This design comes from an exercise in tuning for small area, a short achievable clock period and few clock cycles per item on the open sky130 flow, not from production work.
Function was checked by simulation only, so behaviour that the tests miss may differ from the original.
No activity file was given, so power comes from the tool's default toggle rates.

$ cat flow/config.mk
export PLATFORM = sky130hd
export DESIGN_NAME = bch_dec
export DESIGN_NICKNAME = bch_dec
export VERILOG_FILES = /design/flow/design.v
export SDC_FILE = /design/flow/constraint.sdc
export NUM_CORES = 4
export LEC_CHECK = 0
export CAP_MARGIN = 20
export CORE_MARGIN = 2
export CORE_UTILIZATION = 40
export SLEW_MARGIN = 20
$ cat flow/constraint.sdc
create_clock -name core_clock -period 10.0 [get_ports {clk}]
set_input_delay 2.0000 -clock core_clock [delete_from_list [all_inputs] [get_ports {clk}]]
set_output_delay 2.0000 -clock core_clock [all_outputs]
set_load 0.01 [all_outputs]
$ cat flow/design.v
module bch_dec (
    input  wire        clk,
    input  wire        rst,
    input  wire        in_valid,
    output wire        in_ready,
    input  wire [63:0] in_data,
    output reg         out_valid,
    output reg         out_fail,       
    output reg  [1:0]  out_nerr,       
    output reg  [10:0] out_pos0,       
    output reg  [10:0] out_pos1,
    output reg  [10:0] out_pos2
);
    function [10:0] gf_mul(input [10:0] a, input [10:0] b);
        integer i;
        begin
            gf_mul = 11'd0;
            for (i = 10; i >= 0; i = i - 1) begin
                gf_mul = {gf_mul[9:0], 1'b0} ^ (gf_mul[10] ? 11'h005 : 11'h000);
                if (b[i]) gf_mul = gf_mul ^ a;
            end
        end
    endfunction
    function tr(input [10:0] x);    
        tr = x[0] ^ x[9];
    endfunction
    function [10:0] f_sq1(input [10:0] x);
        begin
            f_sq1[0] = x[0] ^ x[10];
            f_sq1[1] = x[6];
            f_sq1[2] = x[1] ^ x[10];
            f_sq1[3] = x[6] ^ x[7];
            f_sq1[4] = x[2];
            f_sq1[5] = x[7] ^ x[8];
            f_sq1[6] = x[3];
            f_sq1[7] = x[8] ^ x[9];
            f_sq1[8] = x[4];
            f_sq1[9] = x[9] ^ x[10];
            f_sq1[10] = x[5];
        end
    endfunction
    function [10:0] f_sq2(input [10:0] x);
        begin
            f_sq2[0] = x[0] ^ x[5] ^ x[10];
            f_sq2[1] = x[3];
            f_sq2[2] = x[5] ^ x[6];
            f_sq2[3] = x[3] ^ x[8] ^ x[9];
            f_sq2[4] = x[1] ^ x[10];
            f_sq2[5] = x[4] ^ x[8] ^ x[9];
            f_sq2[6] = x[6] ^ x[7];
            f_sq2[7] = x[4] ^ x[9] ^ x[10];
            f_sq2[8] = x[2];
            f_sq2[9] = x[5] ^ x[9] ^ x[10];
            f_sq2[10] = x[7] ^ x[8];
        end
    endfunction
    function [10:0] f_sq3(input [10:0] x);
        begin
            f_sq3[0] = x[0] ^ x[5] ^ x[7] ^ x[8] ^ x[10];
            f_sq3[1] = x[6] ^ x[7];
            f_sq3[2] = x[3] ^ x[7] ^ x[8];
            f_sq3[3] = x[4] ^ x[6] ^ x[7] ^ x[9] ^ x[10];
            f_sq3[4] = x[5] ^ x[6];
            f_sq3[5] = x[2] ^ x[4] ^ x[9] ^ x[10];
            f_sq3[6] = x[3] ^ x[8] ^ x[9];
            f_sq3[7] = x[2] ^ x[5] ^ x[9] ^ x[10];
            f_sq3[8] = x[1] ^ x[10];
            f_sq3[9] = x[5] ^ x[7] ^ x[8] ^ x[9] ^ x[10];
            f_sq3[10] = x[4] ^ x[8] ^ x[9];
        end
    endfunction
    function [10:0] f_sq5(input [10:0] x);
        begin
            f_sq5[0] = x[0] ^ x[2] ^ x[5] ^ x[7];
            f_sq5[1] = x[4] ^ x[6] ^ x[7] ^ x[9] ^ x[10];
            f_sq5[2] = x[2] ^ x[3] ^ x[4] ^ x[8] ^ x[10];
            f_sq5[3] = x[1] ^ x[4] ^ x[5] ^ x[6] ^ x[8] ^ x[10];
            f_sq5[4] = x[4] ^ x[6] ^ x[7] ^ x[8] ^ x[9];
            f_sq5[5] = x[1] ^ x[6] ^ x[7] ^ x[8] ^ x[9];
            f_sq5[6] = x[2] ^ x[3] ^ x[5] ^ x[8] ^ x[10];
            f_sq5[7] = x[4] ^ x[6] ^ x[7] ^ x[10];
            f_sq5[8] = x[3] ^ x[7] ^ x[8];
            f_sq5[9] = x[2] ^ x[5] ^ x[7] ^ x[9];
            f_sq5[10] = x[1] ^ x[2] ^ x[5] ^ x[9];
        end
    endfunction
    function [10:0] f_sq6(input [10:0] x);
        begin
            f_sq6[0] = x[0] ^ x[1] ^ x[7] ^ x[9];
            f_sq6[1] = x[2] ^ x[3] ^ x[5] ^ x[8] ^ x[10];
            f_sq6[2] = x[1] ^ x[2] ^ x[4] ^ x[5] ^ x[6] ^ x[7] ^ x[10];
            f_sq6[3] = x[2] ^ x[3] ^ x[4] ^ x[5] ^ x[6] ^ x[7] ^ x[8];
            f_sq6[4] = x[2] ^ x[3] ^ x[4] ^ x[8] ^ x[10];
            f_sq6[5] = x[3] ^ x[4] ^ x[6] ^ x[8] ^ x[10];
            f_sq6[6] = x[1] ^ x[4] ^ x[5] ^ x[6] ^ x[8] ^ x[10];
            f_sq6[7] = x[2] ^ x[3] ^ x[5] ^ x[8] ^ x[9];
            f_sq6[8] = x[4] ^ x[6] ^ x[7] ^ x[8] ^ x[9];
            f_sq6[9] = x[1] ^ x[7];
            f_sq6[10] = x[1] ^ x[6] ^ x[7] ^ x[8] ^ x[9];
        end
    endfunction
    function [10:0] f_sq9(input [10:0] x);
        begin
            f_sq9[0] = x[0] ^ x[2] ^ x[5] ^ x[6] ^ x[7] ^ x[10];
            f_sq9[1] = x[1] ^ x[2] ^ x[3] ^ x[4] ^ x[6] ^ x[9] ^ x[10];
            f_sq9[2] = x[8];
            f_sq9[3] = x[1];
            f_sq9[4] = x[1] ^ x[3] ^ x[5];
            f_sq9[5] = x[1] ^ x[3] ^ x[5] ^ x[7] ^ x[9];
            f_sq9[6] = x[1] ^ x[2] ^ x[3] ^ x[5] ^ x[7] ^ x[9];
            f_sq9[7] = x[1] ^ x[2] ^ x[3] ^ x[5] ^ x[6] ^ x[7] ^ x[9];
            f_sq9[8] = x[1] ^ x[2] ^ x[3] ^ x[5] ^ x[6] ^ x[7] ^ x[9] ^ x[10];
            f_sq9[9] = x[2] ^ x[5] ^ x[6] ^ x[7] ^ x[9] ^ x[10];
            f_sq9[10] = x[1] ^ x[2] ^ x[3] ^ x[6] ^ x[9] ^ x[10];
        end
    endfunction
    function [10:0] f_sqrt(input [10:0] x);
        begin
            f_sqrt[0] = x[0] ^ x[1] ^ x[3] ^ x[5] ^ x[7] ^ x[9];
            f_sqrt[1] = x[1] ^ x[2] ^ x[3] ^ x[5] ^ x[7] ^ x[9];
            f_sqrt[2] = x[4];
            f_sqrt[3] = x[6];
            f_sqrt[4] = x[8];
            f_sqrt[5] = x[10];
            f_sqrt[6] = x[1];
            f_sqrt[7] = x[1] ^ x[3];
            f_sqrt[8] = x[1] ^ x[3] ^ x[5];
            f_sqrt[9] = x[1] ^ x[3] ^ x[5] ^ x[7];
            f_sqrt[10] = x[1] ^ x[3] ^ x[5] ^ x[7] ^ x[9];
        end
    endfunction
    function [10:0] f_ht(input [10:0] x);
        begin
            f_ht[0] = x[5] ^ x[7] ^ x[9] ^ x[10];
            f_ht[1] = x[2] ^ x[3] ^ x[4] ^ x[5] ^ x[6] ^ x[8] ^ x[10];
            f_ht[2] = x[3] ^ x[4] ^ x[5] ^ x[6] ^ x[8] ^ x[9] ^ x[10];
            f_ht[3] = x[1] ^ x[2] ^ x[3] ^ x[4] ^ x[5] ^ x[8] ^ x[10];
            f_ht[4] = x[3] ^ x[5] ^ x[6] ^ x[8] ^ x[9] ^ x[10];
            f_ht[5] = x[9] ^ x[10];
            f_ht[6] = x[1] ^ x[2] ^ x[3] ^ x[4] ^ x[5] ^ x[6] ^ x[8] ^ x[10];
            f_ht[7] = x[3] ^ x[6];
            f_ht[8] = x[3] ^ x[5] ^ x[6] ^ x[9] ^ x[10];
            f_ht[9] = x[5] ^ x[7] ^ x[9] ^ x[10];
            f_ht[10] = x[9];
        end
    endfunction
    function [10:0] f_h1(input [10:0] x);
        begin
            f_h1[0] = x[0] ^ x[1] ^ x[2] ^ x[5] ^ x[9] ^ x[10];
            f_h1[1] = x[1] ^ x[2] ^ x[3] ^ x[6] ^ x[10];
            f_h1[2] = x[0] ^ x[1] ^ x[3] ^ x[4] ^ x[5] ^ x[7] ^ x[9] ^ x[10];
            f_h1[3] = x[1] ^ x[2] ^ x[4] ^ x[5] ^ x[6] ^ x[8] ^ x[10];
            f_h1[4] = x[2] ^ x[3] ^ x[5] ^ x[6] ^ x[7] ^ x[9];
            f_h1[5] = x[3] ^ x[4] ^ x[6] ^ x[7] ^ x[8] ^ x[10];
            f_h1[6] = x[0] ^ x[4] ^ x[5] ^ x[7] ^ x[8] ^ x[9];
            f_h1[7] = x[1] ^ x[5] ^ x[6] ^ x[8] ^ x[9] ^ x[10];
            f_h1[8] = x[2] ^ x[6] ^ x[7] ^ x[9] ^ x[10];
            f_h1[9] = x[0] ^ x[3] ^ x[7] ^ x[8] ^ x[10];
            f_h1[10] = x[0] ^ x[1] ^ x[4] ^ x[8] ^ x[9];
        end
    endfunction
    function [10:0] f_h3(input [10:0] x);
        begin
            f_h3[0] = x[4] ^ x[6] ^ x[7] ^ x[8] ^ x[10];
            f_h3[1] = x[0] ^ x[5] ^ x[7] ^ x[8] ^ x[9];
            f_h3[2] = x[1] ^ x[4] ^ x[7] ^ x[9];
            f_h3[3] = x[0] ^ x[2] ^ x[5] ^ x[8] ^ x[10];
            f_h3[4] = x[0] ^ x[1] ^ x[3] ^ x[6] ^ x[9];
            f_h3[5] = x[0] ^ x[1] ^ x[2] ^ x[4] ^ x[7] ^ x[10];
            f_h3[6] = x[1] ^ x[2] ^ x[3] ^ x[5] ^ x[8];
            f_h3[7] = x[0] ^ x[2] ^ x[3] ^ x[4] ^ x[6] ^ x[9];
            f_h3[8] = x[1] ^ x[3] ^ x[4] ^ x[5] ^ x[7] ^ x[10];
            f_h3[9] = x[2] ^ x[4] ^ x[5] ^ x[6] ^ x[8];
            f_h3[10] = x[3] ^ x[5] ^ x[6] ^ x[7] ^ x[9];
        end
    endfunction
    function [10:0] f_h5(input [10:0] x);
        begin
            f_h5[0] = x[4] ^ x[5] ^ x[8] ^ x[9] ^ x[10];
            f_h5[1] = x[0] ^ x[5] ^ x[6] ^ x[9] ^ x[10];
            f_h5[2] = x[0] ^ x[1] ^ x[4] ^ x[5] ^ x[6] ^ x[7] ^ x[8] ^ x[9];
            f_h5[3] = x[0] ^ x[1] ^ x[2] ^ x[5] ^ x[6] ^ x[7] ^ x[8] ^ x[9] ^ x[10];
            f_h5[4] = x[1] ^ x[2] ^ x[3] ^ x[6] ^ x[7] ^ x[8] ^ x[9] ^ x[10];
            f_h5[5] = x[2] ^ x[3] ^ x[4] ^ x[7] ^ x[8] ^ x[9] ^ x[10];
            f_h5[6] = x[0] ^ x[3] ^ x[4] ^ x[5] ^ x[8] ^ x[9] ^ x[10];
            f_h5[7] = x[0] ^ x[1] ^ x[4] ^ x[5] ^ x[6] ^ x[9] ^ x[10];
            f_h5[8] = x[1] ^ x[2] ^ x[5] ^ x[6] ^ x[7] ^ x[10];
            f_h5[9] = x[2] ^ x[3] ^ x[6] ^ x[7] ^ x[8];
            f_h5[10] = x[3] ^ x[4] ^ x[7] ^ x[8] ^ x[9];
        end
    endfunction
    function [10:0] f_w1(input [63:0] x);
        begin
            f_w1[0] = x[0] ^ x[11] ^ x[20] ^ x[22] ^ x[29] ^ x[33] ^ x[38] ^ x[40] ^ x[42] ^ x[44] ^ x[47] ^ x[55] ^ x[56] ^ x[58];
            f_w1[1] = x[1] ^ x[12] ^ x[21] ^ x[23] ^ x[30] ^ x[34] ^ x[39] ^ x[41] ^ x[43] ^ x[45] ^ x[48] ^ x[56] ^ x[57] ^ x[59];
            f_w1[2] = x[2] ^ x[11] ^ x[13] ^ x[20] ^ x[24] ^ x[29] ^ x[31] ^ x[33] ^ x[35] ^ x[38] ^ x[46] ^ x[47] ^ x[49] ^ x[55] ^ x[56] ^ x[57] ^ x[60];
            f_w1[3] = x[3] ^ x[12] ^ x[14] ^ x[21] ^ x[25] ^ x[30] ^ x[32] ^ x[34] ^ x[36] ^ x[39] ^ x[47] ^ x[48] ^ x[50] ^ x[56] ^ x[57] ^ x[58] ^ x[61];
            f_w1[4] = x[4] ^ x[13] ^ x[15] ^ x[22] ^ x[26] ^ x[31] ^ x[33] ^ x[35] ^ x[37] ^ x[40] ^ x[48] ^ x[49] ^ x[51] ^ x[57] ^ x[58] ^ x[59] ^ x[62];
            f_w1[5] = x[5] ^ x[14] ^ x[16] ^ x[23] ^ x[27] ^ x[32] ^ x[34] ^ x[36] ^ x[38] ^ x[41] ^ x[49] ^ x[50] ^ x[52] ^ x[58] ^ x[59] ^ x[60] ^ x[63];
            f_w1[6] = x[6] ^ x[15] ^ x[17] ^ x[24] ^ x[28] ^ x[33] ^ x[35] ^ x[37] ^ x[39] ^ x[42] ^ x[50] ^ x[51] ^ x[53] ^ x[59] ^ x[60] ^ x[61];
            f_w1[7] = x[7] ^ x[16] ^ x[18] ^ x[25] ^ x[29] ^ x[34] ^ x[36] ^ x[38] ^ x[40] ^ x[43] ^ x[51] ^ x[52] ^ x[54] ^ x[60] ^ x[61] ^ x[62];
            f_w1[8] = x[8] ^ x[17] ^ x[19] ^ x[26] ^ x[30] ^ x[35] ^ x[37] ^ x[39] ^ x[41] ^ x[44] ^ x[52] ^ x[53] ^ x[55] ^ x[61] ^ x[62] ^ x[63];
            f_w1[9] = x[9] ^ x[18] ^ x[20] ^ x[27] ^ x[31] ^ x[36] ^ x[38] ^ x[40] ^ x[42] ^ x[45] ^ x[53] ^ x[54] ^ x[56] ^ x[62] ^ x[63];
            f_w1[10] = x[10] ^ x[19] ^ x[21] ^ x[28] ^ x[32] ^ x[37] ^ x[39] ^ x[41] ^ x[43] ^ x[46] ^ x[54] ^ x[55] ^ x[57] ^ x[63];
        end
    endfunction
    function [10:0] f_w3(input [63:0] x);
        begin
            f_w3[0] = x[0] ^ x[11] ^ x[14] ^ x[22] ^ x[23] ^ x[26] ^ x[28] ^ x[33] ^ x[35] ^ x[36] ^ x[38] ^ x[39] ^ x[42] ^ x[44] ^ x[45] ^ x[46] ^ x[47] ^ x[48] ^ x[50] ^ x[51] ^ x[52] ^ x[54] ^ x[55] ^ x[56] ^ x[58] ^ x[59] ^ x[62];
            f_w3[1] = x[4] ^ x[7] ^ x[10] ^ x[13] ^ x[15] ^ x[16] ^ x[19] ^ x[22] ^ x[25] ^ x[26] ^ x[27] ^ x[28] ^ x[29] ^ x[31] ^ x[34] ^ x[39] ^ x[40] ^ x[46] ^ x[48] ^ x[50] ^ x[52] ^ x[53] ^ x[54] ^ x[57] ^ x[58] ^ x[59] ^ x[61] ^ x[63];
            f_w3[2] = x[8] ^ x[11] ^ x[19] ^ x[20] ^ x[23] ^ x[25] ^ x[30] ^ x[32] ^ x[33] ^ x[35] ^ x[36] ^ x[39] ^ x[41] ^ x[42] ^ x[43] ^ x[44] ^ x[45] ^ x[47] ^ x[48] ^ x[49] ^ x[51] ^ x[52] ^ x[53] ^ x[55] ^ x[56] ^ x[59] ^ x[63];
            f_w3[3] = x[1] ^ x[4] ^ x[7] ^ x[10] ^ x[12] ^ x[13] ^ x[16] ^ x[19] ^ x[22] ^ x[23] ^ x[24] ^ x[25] ^ x[26] ^ x[28] ^ x[31] ^ x[36] ^ x[37] ^ x[43] ^ x[45] ^ x[47] ^ x[49] ^ x[50] ^ x[51] ^ x[54] ^ x[55] ^ x[56] ^ x[58] ^ x[60] ^ x[61];
            f_w3[4] = x[5] ^ x[11] ^ x[16] ^ x[17] ^ x[19] ^ x[22] ^ x[23] ^ x[25] ^ x[27] ^ x[29] ^ x[35] ^ x[38] ^ x[40] ^ x[43] ^ x[46] ^ x[47] ^ x[50] ^ x[51] ^ x[55] ^ x[59] ^ x[60] ^ x[63];
            f_w3[5] = x[9] ^ x[12] ^ x[20] ^ x[21] ^ x[24] ^ x[26] ^ x[31] ^ x[33] ^ x[34] ^ x[36] ^ x[37] ^ x[40] ^ x[42] ^ x[43] ^ x[44] ^ x[45] ^ x[46] ^ x[48] ^ x[49] ^ x[50] ^ x[52] ^ x[53] ^ x[54] ^ x[56] ^ x[57] ^ x[60];
            f_w3[6] = x[2] ^ x[5] ^ x[8] ^ x[11] ^ x[13] ^ x[14] ^ x[17] ^ x[20] ^ x[23] ^ x[24] ^ x[25] ^ x[26] ^ x[27] ^ x[29] ^ x[32] ^ x[37] ^ x[38] ^ x[44] ^ x[46] ^ x[48] ^ x[50] ^ x[51] ^ x[52] ^ x[55] ^ x[56] ^ x[57] ^ x[59] ^ x[61] ^ x[62];
            f_w3[7] = x[6] ^ x[12] ^ x[17] ^ x[18] ^ x[20] ^ x[23] ^ x[24] ^ x[26] ^ x[28] ^ x[30] ^ x[36] ^ x[39] ^ x[41] ^ x[44] ^ x[47] ^ x[48] ^ x[51] ^ x[52] ^ x[56] ^ x[60] ^ x[61];
            f_w3[8] = x[10] ^ x[13] ^ x[21] ^ x[22] ^ x[25] ^ x[27] ^ x[32] ^ x[34] ^ x[35] ^ x[37] ^ x[38] ^ x[41] ^ x[43] ^ x[44] ^ x[45] ^ x[46] ^ x[47] ^ x[49] ^ x[50] ^ x[51] ^ x[53] ^ x[54] ^ x[55] ^ x[57] ^ x[58] ^ x[61];
            f_w3[9] = x[3] ^ x[6] ^ x[9] ^ x[12] ^ x[14] ^ x[15] ^ x[18] ^ x[21] ^ x[24] ^ x[25] ^ x[26] ^ x[27] ^ x[28] ^ x[30] ^ x[33] ^ x[38] ^ x[39] ^ x[45] ^ x[47] ^ x[49] ^ x[51] ^ x[52] ^ x[53] ^ x[56] ^ x[57] ^ x[58] ^ x[60] ^ x[62] ^ x[63];
            f_w3[10] = x[7] ^ x[13] ^ x[18] ^ x[19] ^ x[21] ^ x[24] ^ x[25] ^ x[27] ^ x[29] ^ x[31] ^ x[37] ^ x[40] ^ x[42] ^ x[45] ^ x[48] ^ x[49] ^ x[52] ^ x[53] ^ x[57] ^ x[61] ^ x[62];
        end
    endfunction
    function [10:0] f_w5(input [63:0] x);
        begin
            f_w5[0] = x[0] ^ x[4] ^ x[8] ^ x[11] ^ x[13] ^ x[16] ^ x[21] ^ x[27] ^ x[29] ^ x[30] ^ x[31] ^ x[32] ^ x[33] ^ x[34] ^ x[40] ^ x[41] ^ x[42] ^ x[46] ^ x[48] ^ x[50] ^ x[53] ^ x[55] ^ x[56] ^ x[57] ^ x[58] ^ x[59] ^ x[60] ^ x[61];
            f_w5[1] = x[6] ^ x[9] ^ x[13] ^ x[14] ^ x[15] ^ x[17] ^ x[19] ^ x[20] ^ x[23] ^ x[24] ^ x[29] ^ x[30] ^ x[35] ^ x[37] ^ x[40] ^ x[43] ^ x[45] ^ x[47] ^ x[51] ^ x[52] ^ x[53] ^ x[56] ^ x[57] ^ x[58] ^ x[59] ^ x[60] ^ x[61] ^ x[62];
            f_w5[2] = x[4] ^ x[7] ^ x[11] ^ x[12] ^ x[13] ^ x[15] ^ x[17] ^ x[18] ^ x[21] ^ x[22] ^ x[27] ^ x[28] ^ x[33] ^ x[35] ^ x[38] ^ x[41] ^ x[43] ^ x[45] ^ x[49] ^ x[50] ^ x[51] ^ x[54] ^ x[55] ^ x[56] ^ x[57] ^ x[58] ^ x[59] ^ x[60] ^ x[62] ^ x[63];
            f_w5[3] = x[5] ^ x[6] ^ x[10] ^ x[13] ^ x[14] ^ x[15] ^ x[16] ^ x[20] ^ x[26] ^ x[27] ^ x[28] ^ x[29] ^ x[30] ^ x[32] ^ x[33] ^ x[36] ^ x[38] ^ x[40] ^ x[41] ^ x[43] ^ x[44] ^ x[46] ^ x[47] ^ x[49] ^ x[51] ^ x[52] ^ x[59] ^ x[60] ^ x[61] ^ x[62];
            f_w5[4] = x[3] ^ x[7] ^ x[8] ^ x[14] ^ x[15] ^ x[17] ^ x[21] ^ x[22] ^ x[24] ^ x[25] ^ x[26] ^ x[30] ^ x[31] ^ x[33] ^ x[34] ^ x[35] ^ x[36] ^ x[39] ^ x[42] ^ x[43] ^ x[44] ^ x[47] ^ x[51] ^ x[54] ^ x[55] ^ x[56];
            f_w5[5] = x[1] ^ x[10] ^ x[12] ^ x[14] ^ x[16] ^ x[19] ^ x[22] ^ x[23] ^ x[24] ^ x[26] ^ x[27] ^ x[30] ^ x[31] ^ x[34] ^ x[36] ^ x[37] ^ x[38] ^ x[42] ^ x[43] ^ x[44] ^ x[45] ^ x[46] ^ x[47] ^ x[51] ^ x[53] ^ x[54] ^ x[59] ^ x[60] ^ x[61] ^ x[62];
            f_w5[6] = x[3] ^ x[7] ^ x[10] ^ x[12] ^ x[15] ^ x[20] ^ x[26] ^ x[28] ^ x[29] ^ x[30] ^ x[31] ^ x[32] ^ x[33] ^ x[39] ^ x[40] ^ x[41] ^ x[45] ^ x[47] ^ x[49] ^ x[52] ^ x[54] ^ x[55] ^ x[56] ^ x[57] ^ x[58] ^ x[59] ^ x[60];
            f_w5[7] = x[5] ^ x[8] ^ x[12] ^ x[13] ^ x[14] ^ x[16] ^ x[18] ^ x[19] ^ x[22] ^ x[23] ^ x[28] ^ x[29] ^ x[34] ^ x[36] ^ x[39] ^ x[42] ^ x[44] ^ x[46] ^ x[50] ^ x[51] ^ x[52] ^ x[55] ^ x[56] ^ x[57] ^ x[58] ^ x[59] ^ x[60] ^ x[61] ^ x[63];
            f_w5[8] = x[6] ^ x[7] ^ x[11] ^ x[14] ^ x[15] ^ x[16] ^ x[17] ^ x[21] ^ x[27] ^ x[28] ^ x[29] ^ x[30] ^ x[31] ^ x[33] ^ x[34] ^ x[37] ^ x[39] ^ x[41] ^ x[42] ^ x[44] ^ x[45] ^ x[47] ^ x[48] ^ x[50] ^ x[52] ^ x[53] ^ x[60] ^ x[61] ^ x[62] ^ x[63];
            f_w5[9] = x[4] ^ x[8] ^ x[9] ^ x[15] ^ x[16] ^ x[18] ^ x[22] ^ x[23] ^ x[25] ^ x[26] ^ x[27] ^ x[31] ^ x[32] ^ x[34] ^ x[35] ^ x[36] ^ x[37] ^ x[40] ^ x[43] ^ x[44] ^ x[45] ^ x[48] ^ x[52] ^ x[55] ^ x[56] ^ x[57];
            f_w5[10] = x[2] ^ x[11] ^ x[13] ^ x[15] ^ x[17] ^ x[20] ^ x[23] ^ x[24] ^ x[25] ^ x[27] ^ x[28] ^ x[31] ^ x[32] ^ x[35] ^ x[37] ^ x[38] ^ x[39] ^ x[43] ^ x[44] ^ x[45] ^ x[46] ^ x[47] ^ x[48] ^ x[52] ^ x[54] ^ x[55] ^ x[60] ^ x[61] ^ x[62] ^ x[63];
        end
    endfunction
    function [4:0] f_t23(input [10:0] x);
        case (x)
            11'd1: f_t23 = 5'd0;
            11'd167: f_t23 = 5'd16;
            11'd174: f_t23 = 5'd5;
            11'd281: f_t23 = 5'd12;
            11'd319: f_t23 = 5'd13;
            11'd322: f_t23 = 5'd14;
            11'd378: f_t23 = 5'd17;
            11'd418: f_t23 = 5'd21;
            11'd481: f_t23 = 5'd1;
            11'd552: f_t23 = 5'd4;
            11'd637: f_t23 = 5'd15;
            11'd1085: f_t23 = 5'd9;
            11'd1148: f_t23 = 5'd10;
            11'd1155: f_t23 = 5'd2;
            11'd1164: f_t23 = 5'd19;
            11'd1518: f_t23 = 5'd11;
            11'd1525: f_t23 = 5'd3;
            11'd1728: f_t23 = 5'd8;
            11'd1747: f_t23 = 5'd22;
            11'd1876: f_t23 = 5'd18;
            11'd1887: f_t23 = 5'd20;
            11'd1942: f_t23 = 5'd6;
            11'd2011: f_t23 = 5'd7;
            default: f_t23 = 5'd0;
        endcase
    endfunction
    function [11:0] f_t89(input [10:0] x);
        case (x)
            11'd1: f_t89 = {5'd0, 7'd0};
            11'd33: f_t89 = {5'd10, 7'd85};
            11'd34: f_t89 = {5'd13, 7'd30};
            11'd113: f_t89 = {5'd17, 7'd41};
            11'd119: f_t89 = {5'd8, 7'd22};
            11'd157: f_t89 = {5'd14, 7'd27};
            11'd163: f_t89 = {5'd13, 7'd76};
            11'd178: f_t89 = {5'd13, 7'd53};
            11'd192: f_t89 = {5'd18, 7'd15};
            11'd207: f_t89 = {5'd4, 7'd11};
            11'd221: f_t89 = {5'd15, 7'd1};
            11'd232: f_t89 = {5'd11, 7'd13};
            11'd250: f_t89 = {5'd12, 7'd10};
            11'd288: f_t89 = {5'd13, 7'd7};
            11'd332: f_t89 = {5'd6, 7'd5};
            11'd371: f_t89 = {5'd7, 7'd2};
            11'd377: f_t89 = {5'd5, 7'd54};
            11'd391: f_t89 = {5'd19, 7'd58};
            11'd399: f_t89 = {5'd8, 7'd45};
            11'd415: f_t89 = {5'd6, 7'd74};
            11'd425: f_t89 = {5'd11, 7'd36};
            11'd467: f_t89 = {5'd21, 7'd29};
            11'd477: f_t89 = {5'd11, 7'd59};
            11'd487: f_t89 = {5'd10, 7'd16};
            11'd505: f_t89 = {5'd9, 7'd42};
            11'd516: f_t89 = {5'd14, 7'd73};
            11'd533: f_t89 = {5'd5, 7'd31};
            11'd609: f_t89 = {5'd15, 7'd70};
            11'd614: f_t89 = {5'd20, 7'd55};
            11'd642: f_t89 = {5'd12, 7'd79};
            11'd656: f_t89 = {5'd4, 7'd57};
            11'd684: f_t89 = {5'd0, 7'd69};
            11'd736: f_t89 = {5'd21, 7'd75};
            11'd777: f_t89 = {5'd19, 7'd35};
            11'd823: f_t89 = {5'd0, 7'd23};
            11'd824: f_t89 = {5'd17, 7'd64};
            11'd882: f_t89 = {5'd2, 7'd86};
            11'd913: f_t89 = {5'd10, 7'd62};
            11'd936: f_t89 = {5'd7, 7'd25};
            11'd1008: f_t89 = {5'd9, 7'd88};
            11'd1013: f_t89 = {5'd15, 7'd24};
            11'd1025: f_t89 = {5'd19, 7'd81};
            11'd1028: f_t89 = {5'd3, 7'd60};
            11'd1069: f_t89 = {5'd2, 7'd63};
            11'd1071: f_t89 = {5'd20, 7'd78};
            11'd1122: f_t89 = {5'd22, 7'd26};
            11'd1137: f_t89 = {5'd5, 7'd77};
            11'd1175: f_t89 = {5'd20, 7'd32};
            11'd1184: f_t89 = {5'd3, 7'd14};
            11'd1193: f_t89 = {5'd12, 7'd33};
            11'd1225: f_t89 = {5'd22, 7'd72};
            11'd1236: f_t89 = {5'd12, 7'd56};
            11'd1247: f_t89 = {5'd1, 7'd43};
            11'd1291: f_t89 = {5'd11, 7'd82};
            11'd1308: f_t89 = {5'd19, 7'd12};
            11'd1311: f_t89 = {5'd16, 7'd44};
            11'd1324: f_t89 = {5'd2, 7'd17};
            11'd1332: f_t89 = {5'd22, 7'd3};
            11'd1382: f_t89 = {5'd1, 7'd20};
            11'd1455: f_t89 = {5'd14, 7'd4};
            11'd1462: f_t89 = {5'd8, 7'd68};
            11'd1475: f_t89 = {5'd18, 7'd84};
            11'd1511: f_t89 = {5'd20, 7'd9};
            11'd1512: f_t89 = {5'd4, 7'd80};
            11'd1515: f_t89 = {5'd9, 7'd19};
            11'd1547: f_t89 = {5'd21, 7'd52};
            11'd1581: f_t89 = {5'd6, 7'd28};
            11'd1608: f_t89 = {5'd14, 7'd50};
            11'd1616: f_t89 = {5'd16, 7'd67};
            11'd1620: f_t89 = {5'd3, 7'd37};
            11'd1644: f_t89 = {5'd1, 7'd66};
            11'd1675: f_t89 = {5'd6, 7'd51};
            11'd1682: f_t89 = {5'd17, 7'd18};
            11'd1694: f_t89 = {5'd16, 7'd21};
            11'd1698: f_t89 = {5'd18, 7'd61};
            11'd1723: f_t89 = {5'd2, 7'd40};
            11'd1730: f_t89 = {5'd18, 7'd38};
            11'd1735: f_t89 = {5'd7, 7'd71};
            11'd1752: f_t89 = {5'd5, 7'd8};
            11'd1781: f_t89 = {5'd4, 7'd34};
            11'd1784: f_t89 = {5'd22, 7'd49};
            11'd1794: f_t89 = {5'd17, 7'd87};
            11'd1806: f_t89 = {5'd9, 7'd65};
            11'd1811: f_t89 = {5'd7, 7'd48};
            11'd1838: f_t89 = {5'd3, 7'd83};
            11'd1845: f_t89 = {5'd0, 7'd46};
            11'd1888: f_t89 = {5'd10, 7'd39};
            11'd1945: f_t89 = {5'd15, 7'd47};
            11'd1973: f_t89 = {5'd21, 7'd6};
            default: f_t89 = 12'd0;
        endcase
    endfunction
    reg  [4:0]  widx;
    reg  [10:0] acc1, acc3, acc5;
    reg         a_full;                
    reg         b_busy;
    assign in_ready = (widx != 5'd19) || !b_busy;
    wire take = in_valid && in_ready;
    wire [63:0] wdata = in_data & {{16{1'b1}}, {48{widx != 5'd19}}};
    wire first = (widx == 5'd0);
    always @(posedge clk) begin
        if (rst) begin
            widx   <= 5'd0;
            a_full <= 1'b0;
        end else begin
            a_full <= take && (widx == 5'd19);
            if (take) begin
                acc1 <= (first ? 11'd0 : f_h1(acc1)) ^ f_w1(wdata);
                acc3 <= (first ? 11'd0 : f_h3(acc3)) ^ f_w3(wdata);
                acc5 <= (first ? 11'd0 : f_h5(acc5)) ^ f_w5(wdata);
                widx <= (widx == 5'd19) ? 5'd0 : widx + 5'd1;
            end
        end
    end
    reg [3:0]  b_cnt;
    reg [10:0] b_s1, b_s3, b_s5, b_r1, b_d, b_x, b_a, b_t;
    reg        b_allz, b_case2, b_dz, b_trk;
    reg [10:0] b_ma, b_mb;
    wire [10:0] b_m = gf_mul(b_ma, b_mb);
    wire       b_c2 = b_case2;         
    always @(*) begin
        case (b_cnt)
            4'd0:    begin b_ma = b_s1;  b_mb = f_sq1(b_s1); end    
            4'd1:    begin b_ma = b_r1;  b_mb = f_sq1(b_s1); end    
            4'd2:    begin b_ma = b_s3;  b_mb = b_d;         end    
            4'd3:    begin b_ma = b_s1;  b_mb = b_s5;        end    
            4'd4:    begin b_ma = b_d;   b_mb = b_s5;        end    
            4'd5:    begin b_ma = b_x;   b_mb = f_sq1(b_x);  end    
            4'd6:    begin b_ma = b_a;   b_mb = f_sq2(b_a);  end    
            4'd7:    begin b_ma = b_x;   b_mb = f_sq1(b_a);  end    
            4'd8:    begin b_ma = b_a;   b_mb = f_sq5(b_a);  end    
            4'd9:    begin b_ma = b_c2 ? b_d : f_sq2(b_a);  b_mb = f_sq1(b_a); end   
            4'd10:   begin b_ma = b_c2 ? b_s1 : f_sq3(b_d); b_mb = b_c2 ? f_ht(b_t) : b_t; end  
            4'd11:   begin b_ma = f_sq3(b_a);  b_mb = f_sq1(b_a); end    
            4'd12:   begin b_ma = f_sq3(b_s5); b_mb = b_t;   end    
            default: begin b_ma = f_sq1(b_s5); b_mb = f_sq1(b_a); end  
        endcase
    end
    reg        c_busy;
    reg [3:0]  c_cnt;
    reg [10:0] c_s1, c_c, c_ic, c_sp, c_za, c_zb, c_t;
    reg [1:0]  c_n;
    reg        c_fail, c_ok;
    reg [10:0] c_ma, c_mb;
    wire [10:0] c_m = gf_mul(c_ma, c_mb);
    wire       c_k3 = (c_n == 2'd3);
    wire [6:0] c_bits = 7'b0010011;    
    always @(*) begin
        case (c_cnt)
            4'd7:    begin c_ma = c_za; c_mb = f_sq1(c_za);          end
            4'd8:    begin c_ma = c_ic; c_mb = f_sq1(c_za) ^ 11'd1;  end
            4'd9:    begin c_ma = c_za; c_mb = f_ht(f_sq1(c_zb) ^ 11'd1); end
            4'd10:   begin c_ma = c_sp; c_mb = c_za;                 end
            4'd11:   begin c_ma = c_sp; c_mb = c_t;                  end
            default: begin c_ma = c_za; c_mb = c_zb;                 end
        endcase
    end
    reg        d_busy;
    reg [4:0]  d_cnt;
    reg [10:0] d_x0, d_x1, d_x2, d_e5, d_e69, d_e534;
    reg [1:0]  d_n;
    reg        d_fail;
    reg [4:0]  d_a15, d_b15, d_k;
    reg [6:0]  d_b, d_bb;
    reg [10:0] d_q0, d_q1, d_q2;
    reg [10:0] d_ma, d_mb;
    wire [10:0] d_m = gf_mul(d_ma, d_mb);
    reg  [1:0] d_ph;                    
    always @(*) begin
        case (d_ph)
            2'd0:    begin d_ma = d_x0; d_mb = f_sq2(d_x0);  end    
            2'd1:    begin d_ma = d_e5; d_mb = f_sq6(d_x0);  end    
            default: begin d_ma = d_e5; d_mb = f_sq9(d_e69); end    
        endcase
    end
    wire [5:0]  d_kd  = {1'b0, d_a15} - {1'b0, d_b15};
    wire [4:0]  d_kn  = d_kd[5] ? d_kd[4:0] + 5'd23 : d_kd[4:0];
    wire [10:0] d_i   = d_k * 11'd89 + {4'd0, d_bb};
    wire        d_ok  = (d_i >= 11'd48) && (d_i <= 11'd1279);
    wire [10:0] d_pos = 11'd1279 - d_i;
    wire [1:0]  d_r   = (d_cnt == 5'd5) ? 2'd0 : (d_cnt == 5'd8) ? 2'd1 : 2'd2;
    wire        d_use = (d_r < d_n);
    wire [10:0] d_key = (d_use && d_ok) ? d_pos : 11'h7ff;
    wire        d_sw01 = d_q1 < d_q0;
    wire        d_sw12 = d_q2 < d_q1;
    always @(posedge clk) begin
        if (rst) begin
            b_busy    <= 1'b0;
            c_busy    <= 1'b0;
            d_busy    <= 1'b0;
            out_valid <= 1'b0;
        end else begin
            out_valid <= 1'b0;
            if (a_full) begin
                b_busy <= 1'b1;
                b_cnt  <= 4'd0;
                b_s1   <= acc1;
                b_s3   <= acc3;
                b_s5   <= acc5;
            end else if (b_busy && b_cnt != 4'd14) begin
                b_cnt <= b_cnt + 4'd1;
                case (b_cnt)
                    4'd0:  begin b_r1 <= b_m; b_allz <= (b_s1 == 11'd0) && (b_s3 == 11'd0) && (b_s5 == 11'd0); end
                    4'd1:  begin b_s5 <= b_m ^ b_s5; b_d <= b_r1 ^ b_s3; end
                    4'd2:  b_t <= b_m;
                    4'd3:  begin b_case2 <= (b_m == b_t); b_dz <= (b_d == 11'd0); end
                    4'd4:  b_x <= b_case2 ? b_r1 : b_m;
                    4'd5, 4'd6, 4'd7, 4'd8: b_a <= b_m;
                    4'd9:  b_t <= b_m;
                    4'd10: begin b_r1 <= b_dz ? b_s1 : b_m; b_trk <= tr(b_t); end
                    4'd11: b_t <= b_m;
                    4'd12: b_x <= b_m;
                    4'd13: b_d <= b_m;
                    default: ;
                endcase
            end else if (b_busy && !c_busy) begin
                b_busy <= 1'b0;
            end
            if (b_busy && b_cnt == 4'd14 && !c_busy && !a_full) begin
                c_busy <= 1'b1;
                c_cnt  <= 4'd0;
                c_s1   <= b_s1;
                c_n    <= b_allz ? 2'd0 : b_dz ? 2'd1 : b_case2 ? 2'd2 : 2'd3;
                c_fail <= !b_allz && (b_dz ? !(b_s5 == 11'd0 && b_s1 != 11'd0) :
                                      b_case2 ? b_trk : (b_s5 == 11'd0 || !tr(b_x)));
                if (!b_allz && !b_dz && !b_case2) begin
                    c_c  <= f_sqrt(b_r1);
                    c_ic <= f_sqrt(b_x);
                end else begin
                    c_c  <= b_r1 ^ b_s1;
                    c_ic <= b_r1;
                end
                c_za <= f_sqrt(b_r1);
                c_zb <= b_r1;
                c_sp <= f_sqrt(b_d);
            end else if (c_busy && c_cnt != 4'd12) begin
                c_cnt <= c_cnt + 4'd1;
                if (c_cnt < 4'd7) begin
                    if (c_bits[c_cnt[2:0]]) begin
                        c_za <= c_m ^ c_c;
                        c_zb <= f_sq1(c_zb);
                    end else begin
                        c_za <= f_sq1(c_za);
                        c_zb <= c_m ^ c_c;
                    end
                end
                case (c_cnt)
                    4'd7:  c_ok <= ((c_m ^ c_za ^ c_c) == 11'd0);
                    4'd8:  c_zb <= c_m;
                    4'd9:  c_t  <= c_m;
                    4'd10: if (c_k3) c_c  <= c_m;
                    4'd11: if (c_k3) c_ic <= c_m;
                    default: ;
                endcase
            end else if (c_busy && !d_busy) begin
                c_busy <= 1'b0;
            end
            if (c_busy && c_cnt == 4'd12 && !d_busy) begin
                d_busy <= 1'b1;
                d_cnt  <= 5'd0;
                d_ph   <= 2'd0;
                d_x0   <= c_c ^ c_s1;
                d_x1   <= c_ic ^ c_s1;
                d_x2   <= c_c ^ c_ic ^ c_s1;
                d_n    <= c_n;
                d_fail <= c_fail || (c_k3 && !c_ok);
            end else if (d_busy) begin
                d_cnt <= d_cnt + 5'd1;
                d_ph  <= (d_ph == 2'd2) ? 2'd0 : d_ph + 2'd1;
                case (d_ph)
                    2'd0: d_e5  <= d_m;
                    2'd1: d_e69 <= d_m;
                    default: begin
                        d_e534 <= d_m;
                        d_x0 <= d_x1;
                        d_x1 <= d_x2;
                    end
                endcase
                {d_b15, d_b} <= f_t89(d_e69);
                d_a15        <= f_t23(d_e534);
                d_k  <= d_kn;
                d_bb <= d_b;
                if (d_cnt == 5'd5 || d_cnt == 5'd8 || d_cnt == 5'd11) begin
                    d_q2 <= d_key;
                    d_q1 <= d_q2;
                    d_q0 <= d_q1;
                    if (d_use && !d_ok) d_fail <= 1'b1;
                end
                if (d_cnt == 5'd12 || d_cnt == 5'd14) begin
                    if (d_sw01) begin d_q0 <= d_q1; d_q1 <= d_q0; end
                end
                if (d_cnt == 5'd13) begin
                    if (d_sw12) begin d_q1 <= d_q2; d_q2 <= d_q1; end
                end
                if (d_cnt == 5'd15) begin
                    d_busy    <= 1'b0;
                    out_valid <= 1'b1;
                    out_fail  <= d_fail;
                    out_nerr  <= d_fail ? 2'd0 : d_n;
                    out_pos0  <= (!d_fail && d_n != 2'd0) ? d_q0 : 11'd0;
                    out_pos1  <= (!d_fail && d_n[1])      ? d_q1 : 11'd0;
                    out_pos2  <= (!d_fail && d_n == 2'd3) ? d_q2 : 11'd0;
                end
            end
        end
    end
endmodule
$ cat flow/run.sh
#!/bin/bash
# synth_recipe.tcl (not shown) runs the flow's synth.tcl, then flattens the netlist and writes it again
# the make line also repeats each setting of config.mk as NAME=value (left out here)
make -C /OpenROAD-flow-scripts/flow DESIGN_CONFIG=/design/flow/config.mk WORK_HOME=/design/flow/orfs CLKGATE_MAP_FILE= SYNTH_SCRIPT=/design/flow/synth_recipe.tcl finish
==> reports/qor.yml <==
yosys:
  ys_dominant_reg_cell: "sky130_fd_sc_hd__edfxtp_1"
  synthesis.nets: 4282
  synthDominantAreaCellType: "sky130_fd_sc_hd__edfxtp_1"
  netlist.area_leader.share: 0.3156
  ys_warn_count: 1
  syn-mean-instance-area_sq_um: 8.945
  top_area_cells_in_the_synthesized_netlist: "sky130_fd_sc_hd__edfxtp_1 32%, sky130_fd_sc_hd__xnor2_1 20%, sky130_fd_sc_hd__xor2_1 6.7%, sky130_fd_sc_hd__nor2_1 4.6%, sky130_fd_sc_hd__nand2_1 4.2%"
  sequential_cell_area_fraction_in_the_yosys_report: 0.3210
  yosysMostFrequentCell: "sky130_fd_sc_hd__xnor2_1"
  ys_seq_elements: 398
  synth_edf_count: 388
  syn_area_sq_um: 36920
  synth-async-reset-ratio: 0
  synth.lib_cells_used.distinct: 102
  post_synth_most_frequent_cells: "858 x sky130_fd_sc_hd__xnor2_1, 456 x sky130_fd_sc_hd__nor2_1, 414 x sky130_fd_sc_hd__nand2_1, 388 x sky130_fd_sc_hd__edfxtp_1, 282 x sky130_fd_sc_hd__xor2_1"
  post_synth_inst_count: 4127
cts:
  worstSkewPairLatency_ps: 610
  cts.hold.buffers_added: 0
  clock_tree.root_cell: "sky130_fd_sc_hd__clkbuf_16"
  clk_pin_slew_worst_paths_ps: 60
  cts-root-to-sink-buffers: 3
  cts.repair.resized: 0
  cts_tree: "yes"
  post-cts-setup-buffer-count: 0
  cts.sink_count: 398
  cts_buffers: 46
  htree_levels: 2
drt:
  detail_route.vias_per_cell: 5.828
  route.vias.total: 30780
  routedWlPerCell_um: 24.12
  finalWirelength_um: 127400
  drt-pass1-iter-count: 8
  drtIter0Drc: 3970
  route.antenna.remaining_nets: 0
  route.detailed.drc: 0
placement:
  hpwl_um: 96820
  gp_congestion: 1.018
  place.port_buffers: 104
  placement.cell_area_sq_um: 38830
pwr:
  power.leakage_nw: 14.38
  power.switching_fraction: 0.3220
  power.combinational.fraction: 0.355
  internal_power_mw: 3.945
  power.density_nw_per_um2: 144.3
  total_switching_power_mw: 1.874
  power.share.sequential: 0.360
  share_clk_of_total_power: 0.286
  vdd_ir_drop_max_mv: 0.2009
worst_setup_path:
  arrival_ps: 6120
  worstSetupEndpointType: "flop"
  regToRegEndpoint: "b_case2"
  r2r_setup_slack_ps: 4280
  critical-path-slowest-cell: "sky130_fd_sc_hd__nor2_1"
  r2r_start: "b_cnt[0]"
  worst-path-stages: 14
  family_with_the_most_delay_on_the_worst_path: "simple AND/OR/NAND/NOR gates"
  cp_slowest_stage_delay_ps: 740
  crit_start: "b_cnt[0]"
  path_cells: "ha_1 -> nor4_1 -> nor2_1 -> o211ai_1 -> nor4b_2 -> nor2_1 -> nand2_1 -> xnor3_1 -> xnor3_1 -> xnor3_1 -> xor2_1 -> nor4_1 -> nand4_1 -> nor4_1"
  worstPathMaxFanout: 18
  critPathBufInv: 0
  worst_ep_required_time_ps: 10400
  worst_setup_path_endpoint: "b_case2"
  criticalPathCategory: "reg2reg"
  ff2ff_path_depth: 14
  cp-start-kind: "flop"
outcome:
  status: "finished clean"
global_routing:
  first_pass_grt_wire_length_um: 189800
  number_of_global_route_vias_before_repair: 29390
  antenna_violations_before_repair: 2
  largest_net_degree_at_the_start_of_global_routing: 82
  overflow: 0
  grt_usage: 0.2627
layout:
  regArea_sq_um: 11850
  multi_input_comb_area_sq_um: 23530
  finalNetCount: 4218
  insertedDiodeCount: 0
  post-route-cell-area_sq_um: 40320
  final_layout_size_suffix_gt1_frac: 0.05566
  nFillCells: 8960
  area_growth_syn_to_layout_pct: 9.208
sta:
  grt_setup_unrepaired: "no"
  setup_viol_count_final: 0
  worst_slew_pin_slew_ps: 1179
  finalWorstPathRequiredPeriod_ps: 5717
  final.setup_skew_ps: 30.37
  totalNegativeSetupSlack_ps: 0
  clock.fmax_mhz: 174.9
  worst_slew_margin_relative_to_its_limit: 0.2138
  final-hold-violation-count: 0
  slew_viol_final: 0
  timing.final.crit_share: 0.5717
die:
  rows: 111
  die_h_um: 307.8
  die_area_sq_um: 94740
  start_util: 0.4034
  boundaryPins: 105
  placeableCoreArea_sq_um: 91520
  die_w_um: 307.8
min_path:
  timing.hold.worst.class: "reg2reg"
flow_run:
  cap_viol_max_count: 0
-- worst min path at each step --
stage | from | endpoint | slack (ps) | cells past startpoint
floorplan | d_b[0] | d_bb[0] | 400 | 0
global placement | d_b[0] | d_bb[0] | 400 | 0
detailed placement | d_b[1] | d_bb[1] | 400 | 0
CTS | d_b[2] | d_bb[2] | 420 | 0
global route | d_b[4] | d_bb[4] | 420 | 0
finish | d_b[2] | d_bb[2] | 420 | 0
-- cell families (layout without fill, tap and decap cells) --
group / after synthesis / after routing / synth area share
xor gates and xnor gates: 1200 / 1200 / 0.3053
muxes: 48 / 48 / 0.01390
adders and majority gates: 88 / 88 / 0.03145
AOI/OAI and AO/OA: 652 / 652 / 0.1173
DFF: 398 / 398 / 0.3210
and+or+nand+nor: 1336 / 1336 / 0.1667
buffers and inverters: 405 / 374 / 0.04436
-- metrics by stage --
step / util / worst slack, ps / power (mW) / std cells / hold WS [ps]
5_1_grt: 0.4405 / 3945 / 6.101 / 5282 / 424.6
6_report: 0.4405 / 4283 / 5.819 / 5282 / 417.6
3_3_place_gp: 0.4242 / 4439 / 4.163 / 5200 / 401.9
3_5_place_dp: 0.4242 / 4391 / 4.172 / 5200 / 404.5
4_1_cts: 0.4401 / 4357 / 5.843 / 5281 / 418.4
2_1_floorplan: - / 4900 / 3.794 / 4127 / 400.3
-- final cells by class --
| type | count | share of cell area |
|---|---|---|
| multi-input combinational | 3324 | 0.5835 |
| sequential | 398 | 0.2940 |
| timing repair buffer | 171 | 0.03830 |
| tap | 1186 | 0.03681 |
| clock buffer | 54 | 0.02979 |
| inverter | 122 | 0.01136 |
| clock inverter | 27 | 0.006300 |
-- layer usage --
layer	global-route usage	vias up	share of wire	routed length [um]
met1	0.3733	14770	0.43	55170
li1	-	14040	-	-
met2	0.3976	1627	0.43	55070
met4	0.1201	0	0.052	6642
met3	0.03241	354	0.083	10510
met5	0	-	0	0
-- cell usage in the layout (no fill, tap or decap), drive strengths merged, types with 37 or more instances in the layout --
cell,netlist,layout
a21oi,143,143
and3,37,37
buf,79,67
clkbuf,204,54
clkdlybuf4s50,0,104
edfxtp,388,388
ha,80,80
inv,121,126
nand2,414,414
nand2b,39,39
nand3,89,89
nor2,457,457
nor3,76,76
o21ai,180,180
xnor2,868,868
xnor3,44,44
xor2,284,284
-- power groups by stage --
| stage | Sequential, mW | Combinational (mW) | Clock [mW] |
|---|---|---|---|
| after floorplan | 2.08 | 1.71 | 0 |
| after global placement | 2.13 | 2.04 | 0 |
| after detailed placement | 2.13 | 2.04 | 0 |
| after CTS | 2.09 | 2.07 | 1.69 |
| after global routing | 2.10 | 2.25 | 1.75 |
| final | 2.09 | 2.06 | 1.66 |
Testbench counts, summed over its fixed seeds: cycles 9,968, rows 480.

## re-timing with driven ports
No port has a modelled driver above. Below, the same layout with a new extraction and two added sets of constraints.
Step 1, drivers: a clkbuf_16 drives clk and a buf_2 each remaining input, both assumed.
Step 2 adds t to the input delays and takes it off the output delays; t is the mean of the earliest and latest rising clock arrival at the registers after step 1. Input paths then give back, and output paths get back, about the clock's delay inside the block.
Slacks: no drivers / after step 1 / after step 2; pairs: no drivers / after step 1.
t (ns): 0.663
setup WS [ns]: 4.283 / 4.283 / 4.283
clock arrival spread, ns: 0.032 / 0.031
worst register clock-pin slew, ns: 0.07 / 0.07
After both steps this run still meets setup and hold. The setup slack of this run moves by 0.000 ns with the drivers and by 0.000 ns with both steps.
